What follows belongs to an exercise in optimizing a design on an open flow for small area, a short achievable clock period and few clock cycles per item; a production flow would make more cautious choices. Function was checked by simulation only, so behaviour that the tests miss may differ from the original. Power and IR drop assume default switching activity.

== garnet ==
==> flow/design.v (excerpt) <==
module gen_pair (
    input  wire        clk,
    input  wire        rst,           
    input  wire        load,
    input  wire [10:0] cfg_width,     
    input  wire [31:0] cfg_p0,
    input  wire [63:0] cfg_p1,
    input  wire [63:0] cfg_p2,
    output wire [1:0]  err,           
    input  wire        beat_ready,
    output wire        beat_valid,
    output wire [63:0] beat,
    output wire [31:0] beat_addr,
    output wire [31:0] beat_step
);
Size in the first run: ~9800 cells after synthesis, roughly 500 flip-flops, roughly 310 I/O pins, ~0.060 mm2 of cells after synthesis.
Settings: LEC_CHECK=0, ABC_AREA=1, CAP_MARGIN=60, CORE_MARGIN=2, CORE_UTILIZATION=45, PLACE_DENSITY=0.6, SLEW_MARGIN=60; clock period 30.0 ns.
standard.sh (not shown) runs the stock make flow with config.mk's settings and CLKGATE_MAP_FILE= SYNTH_SCRIPT=/design/flow/synth_recipe.tcl, a recipe that flattens the netlist after the stock synthesis.
==> flow/flow/run.sh <==
#!/bin/bash
# Layout flow: the standard flow (standard.sh) unchanged except for two
# optimisation settings. The clock, its period and the I/O constraints are
# the design's; every port still gets a buffer.
#  - the timing repair keeps a larger setup margin, so that it sizes and
#    buffers the longest paths instead of stopping once the 30 ns clock is met;
#  - the port buffers are buf_4 cells instead of the delay cells picked by
#    default.
export SETUP_SLACK_MARGIN=22.5
export BUFFER_PORTS_ARGS="-buffer_cell sky130_fd_sc_hd__buf_4"
bash standard.sh > standard.log 2>&1
Testbench counts of garnet, summed over its fixed seeds: cycles 51,038, beats 48,947.
Setup changes, garnet to amber
--- a/flow/design.v
+++ b/flow/design.v
@@ -24,52 +24,28 @@
     wire [4:0]  d_rowbits  = cfg_p0[28:24];
     wire [2:0]  d_bankbits = cfg_p0[31:29];
     wire [31:0] d_start    = cfg_p1[31:0];
     wire [30:0] d_seed     = cfg_p1[62:32];
     wire [9:0]  d_aoff     = cfg_p2[9:0];
     wire        d_aen      = cfg_p2[10];
     wire [9:0]  d_doff     = cfg_p2[20:11];
     wire [9:0]  d_dwm1     = cfg_p2[30:21];
     wire        d_den      = cfg_p2[31];
     wire [15:0] d_step     = cfg_p2[47:32];
     wire        d_inv      = cfg_p2[48];
     wire [6:0]  d_ab7 = {2'b0, d_colbits} + {2'b0, d_rowbits} + {4'b0, d_bankbits};
-    function cout12;
-        input [11:0] x, y;
-        input        ci;
-        reg   [11:0] g, p;
-        integer      i, d;
-        begin
-            g = x & y;
-            p = x | y;
-            g[0] = g[0] | (p[0] & ci);
-            for (d = 1; d < 12; d = d * 2)
-                for (i = 11; i >= d; i = i - 1) begin
-                    g[i] = g[i] | (p[i] & g[i - d]);
-                    p[i] = p[i] & p[i - d];
-                end
-            cout12 = g[11];
-        end
-    endfunction
-    function [23:0] csa;
-        input [11:0] a, b, c;
-        csa = {(a & b | a & c | b & c) << 1, a ^ b ^ c};
-    endfunction
-    wire [11:0] d_nw = ~{1'b0, cfg_width};
-    wire [23:0] d_k1 = csa({2'b0, d_aoff}, {7'b0, d_colbits}, {7'b0, d_rowbits});
-    wire [23:0] d_k2 = csa(d_k1[11:0], d_k1[23:12], {9'b0, d_bankbits});
-    wire [23:0] d_k3 = csa(d_k2[11:0], d_k2[23:12], d_nw);
-    wire        d_ca = d_aen && cout12(d_k3[11:0], d_k3[23:12], 1'b0);
-    wire [23:0] d_k4 = csa({2'b0, d_doff}, {2'b0, d_dwm1}, d_nw);
-    wire        d_cd = d_den && cout12(d_k4[11:0], d_k4[23:12], 1'b1);
+    wire [11:0] d_wa  = {1'b0, cfg_width} - {2'b0, d_aoff};
+    wire [11:0] d_wd  = {1'b0, cfg_width} + {2'b11, ~d_doff} + {2'b11, ~d_dwm1} + 12'd1;
+    wire        d_ca  = d_aen && (d_wa[11] || (d_wa[10:7] == 4'd0 && d_wa[6:0] < d_ab7));
+    wire        d_cd  = d_den && d_wd[11];
     wire        d_gb  = (d_aord == {1'b0, GALLOP}) || (d_aord == {1'b0, BUTTERFLY});
     wire d_ill   = d_aord[3] || (d_dpat > 4'd8) || (d_ab7 > 7'd32) ||
                    (d_gb && (d_ab7 == 7'd0 || d_ab7 > 7'd16)) || d_ca || d_cd;
     wire d_badw  = (cfg_width == 11'd0) || (cfg_width > 11'd1024);
     wire d_unsup = (cfg_width > 11'd64);
     reg  e_ill, e_badw, e_unsup;
     assign err = {!e_ill && (e_badw || e_unsup), e_ill || (!e_badw && e_unsup)};
     wire e_ok = !e_ill && !e_badw && !e_unsup;
     reg        pend;
     reg [2:0]  w_aord;
     reg [3:0]  w_dpat;
     reg [7:0]  w_ratem1;
==> notes.md <==
- [compare] base=garnet new=amber: final estimated routing congestion in global placement held steady, first-pass GRT wire length grew by about 0.8%, share of power burned in registers shrank by 0.6 points, final critical-path setup slack shrank by 0.46 ns, max-slew headroom at the worst pin grew by 1.4 points.
- Part of the total power dissipated in combinational logic ended up 1.2 points higher on amber than on garnet.
- In terms of fraction of the mapped netlist area in compound gates, amber and garnet differ only marginally.
- Final cell count ends up higher on amber.
- In the tables for garnet and amber, ratio of final minimum period to clock period reads higher with amber.
- Looking at the reports, amber completed the entire flow and the layout it produced met the timing, design-rule and antenna checks.
- Relative area change from synthesis to final layout came out higher on amber than on garnet.
- Summary of amber over garnet: via count normalized by instance count has increased; peak clock frequency supported by timing has decreased.
Testbench counts of amber, summed over its fixed seeds: cycles 51,038, beats 48,947.

-- re-timing with driven ports --
How much do the figures lean on ideal ports? The routed layouts below were timed once more, with nothing changed but the port constraints.
Step 1 sets driving cells, clkbuf_16 on the clock port and buf_2 on the other inputs (assumed; they add their load-dependent delay and slew).
Step 2 times the ports against the registers' clock, not the clock port: input delays grow and output delays shrink by t, the midpoint of the rising clock arrivals with the driver on.
a / b / c = no drivers / after step 1 / after step 2; a / b = the first two.
| run | t (ns) | slack for setup (ns) | hold WS [ns] |
|---|---|---|---|
| garnet | 0.790 | 21.881 / 21.918 / 21.127 | 0.475 / 0.475 / 0.475 |
| amber | 0.764 | 21.420 / 21.471 / 20.707 | 0.474 / 0.474 / 0.474 |
After both steps setup and hold are still met in every run listed. The setup slack of garnet, which loses most, moves by +0.037 ns with the drivers and by -0.754 ns with both steps.
